What follows belongs to an exercise in optimizing a design on an open flow for small area; a production flow would make more cautious choices.
Function was checked by simulation only, so behaviour that the tests miss may differ from the original.
Power and IR drop assume default switching activity.

==> inputs of wip/yarrow <==
Design chk_unit, start of the top module:
module chk_unit (
    input  wire        clk,
    input  wire        rst,
    input  wire        req_valid,
    input  wire        req_write,
    input  wire [6:0]  req_addr,
    input  wire [31:0] req_wdata,
    input  wire [2:0]  req_src,
    input  wire [2:0]  req_jet,
    output reg         rsp_valid,
    output reg         rsp_denied,
    output reg  [31:0] rsp_rdata,
    input  wire [7:0]  fold_addr,
    input  wire        tick_ms,
    input  wire        jet_stop,
    input  wire [2:0]  jet_stop_id,
    input  wire        steward_stop,
    input  wire        lockout,
    output wire        mismatch_evt,
    output reg  [2:0]  mismatch_ch
);
    localparam [3:0] R_CFG  = 4'd0, R_SEQ  = 4'd1, R_FSRC = 4'd2, R_FCNT = 4'd3,
                     R_CTL  = 4'd4, R_DATA = 4'd5, R_BYTE = 4'd6, R_RES  = 4'd7,
                     R_CMP  = 4'd8, R_STAT = 4'd9;
    localparam [3:0] IDLE = 4'b0001;
    wire [2:0]  c  = req_addr[6:4];
    wire [3:0]  r  = req_addr[3:0];
    wire [31:0] wd = req_wdata;
    wire        priv = !c[2];
    wire [3:0]  id = (req_src == 3'd1) ? {1'b1, req_jet} : {1'b0, req_src};
    localparam NB = 32 + 32 + 32 + 30 + 13 + 16 + 6 + 6 + 8 + 2 + 4 + 2 + 1 + 1;
    wire [NB-1:0] q_all [0:7];
    wire [7:0]    oh_c = 8'd1 << c;
    reg [NB-1:0] s_all;
    integer n;
    always @(*) begin
        s_all = {NB{1'b0}};
        for (n = 0; n < 8; n = n + 1)
            s_all = s_all | (q_all[n] & {NB{oh_c[n]}});
    end
  ...
Settings: LEC_CHECK=0, CAP_MARGIN=0, CORE_MARGIN=2, CORE_UTILIZATION=60, GPL_ROUTABILITY_DRIVEN=0, SLEW_MARGIN=0; clock period 13.0 ns.
standard.sh (not shown) runs the stock make flow with config.mk's settings and CLKGATE_MAP_FILE= SYNTH_SCRIPT=/design/flow/synth_recipe.tcl, a recipe that flattens the netlist after the stock synthesis.
==> flow/flow/run.sh <==
#!/bin/bash
# Own layout flow.
# 1. The standard synthesis (standard.sh synth).
# 2. The same synthesis again with an area-oriented ABC mapping script
#    (area_synth.tcl, abc_area_map.script, bias_lib.py); its netlist replaces
#    the standard one only if it holds exactly the same registers (names and
#    cell types).
# 3. The standard ORFS layout steps, with clock tree and port buffer
#    settings of our own.
# Each tool's output goes to a log of its own in this folder.
set -euo pipefail
W=$(pwd)
R=$W/orfs/results/$FLOW_PLATFORM/chk_unit/base
A=$W/orfs_area/results/$FLOW_PLATFORM/chk_unit/base

bash standard.sh synth > 1_standard_synth.log 2>&1
cp $R/1_2_yosys.v $W/standard_synth.v

python3 flow/bias_lib.py $FLOW_HOME/platforms/$FLOW_PLATFORM/lib/sky130_fd_sc_hd__tt_025C_1v80.lib \
  $W/abc_bias.lib 5.0 > 2_bias_lib.log 2>&1
if bash standard.sh WORK_HOME=$W/orfs_area SYNTH_SCRIPT=$W/flow/area_synth.tcl synth \
     > 2_area_synth.log 2>&1 \
   && python3 flow/regs_match.py $W/standard_synth.v $A/1_2_yosys.v > 2_regs_match.log 2>&1; then
  cp $A/1_2_yosys.v $R/1_2_yosys.v
  touch $R/1_2_yosys.v
fi

bash standard.sh \
  "CTS_ARGS=-sink_clustering_enable -sink_clustering_size 10 -sink_clustering_max_diameter 40 -buf_list sky130_fd_sc_hd__clkbuf_4 -dont_use_dummy_load" \
  "BUFFER_PORTS_ARGS=-buffer_cell sky130_fd_sc_hd__buf_1" \
  finish > 3_layout.log 2>&1
Other scripts of this flow, unchanged in this note and not shown: flow/flow/abc_area_map.script, flow/flow/area_synth.tcl, flow/flow/bias_lib.py, flow/flow/regs_match.py
==> wip/fjord (differences from wip/yarrow) <==
--- a/flow/flow/run.sh
+++ b/flow/flow/run.sh
@@ -28,3 +28,3 @@
 bash standard.sh \
-  "CTS_ARGS=-sink_clustering_enable -sink_clustering_size 10 -sink_clustering_max_diameter 40 -buf_list sky130_fd_sc_hd__clkbuf_4 -dont_use_dummy_load" \
+  "CTS_ARGS=-sink_clustering_enable -repair_clock_nets -sink_clustering_size 16 -sink_clustering_max_diameter 60 -buf_list sky130_fd_sc_hd__clkbuf_8 -dont_use_dummy_load" \
   "BUFFER_PORTS_ARGS=-buffer_cell sky130_fd_sc_hd__buf_1" \
--- a/flow/config.mk
+++ b/flow/config.mk
@@ -7,6 +7,5 @@
 export LEC_CHECK = 0
-export CAP_MARGIN = 0
+export CAP_MARGIN = 20
 export CORE_MARGIN = 2
 export CORE_UTILIZATION = 60
-export GPL_ROUTABILITY_DRIVEN = 0
-export SLEW_MARGIN = 0
+export SLEW_MARGIN = 20
==> notes <==
In synthesized cell count, wip/yarrow and wip/fjord do not differ.
In sequential power, wip/fjord and wip/yarrow hardly differ.
Against wip/yarrow, the maximum frequency of wip/fjord is lower by 2.7%.
Between wip/fjord and wip/yarrow, the lower via count is in wip/fjord (gap about 1.4%, measured against wip/yarrow).
Against wip/fjord, the global-route usage of wip/yarrow is lower by 0.067 points.
Between wip/fjord and wip/yarrow, the lower wire length is in wip/yarrow (gap about 0.2%, measured against wip/yarrow).
Of wip/fjord and wip/yarrow, wip/yarrow has the higher worst setup slack (gap 0.33 ns).
In wip/yarrow the clock skew is higher than in wip/fjord, by 0.0014 ns.

==> what the ideal ports hide <==
In the flow no input, the clock included, has a driving cell. The finished layouts below were timed again as built, in two steps.
Step 1: set_driving_cell puts a clkbuf_16 on clk and a buf_2 on each other input, an assumption about the parent block.
Step 2 times the ports against the registers' clock, not the clock port: input delays grow and output delays shrink by t, the midpoint of the rising clock arrivals with the driver on.
a / b / c = ideal ports / drivers / drivers and shift; a / b = the first two.
| run | shift t [ns] | setup WS [ns] | worst setup path after step 2 | worst data-port slew with drivers (ns) | cell pins on the clock port's net |
|---|---|---|---|---|---|
| wip/yarrow | 1.208 | 1.225 / 1.267 / 0.059 | input to register | 0.19 | 1 |
| wip/fjord | 0.840 | 0.894 / 0.942 / 0.102 | input to register | 0.12 | 1 |
After both steps setup and hold are still met in every run listed. The setup slack of wip/yarrow, which loses most, moves by +0.042 ns with the drivers and by -1.166 ns with both steps.
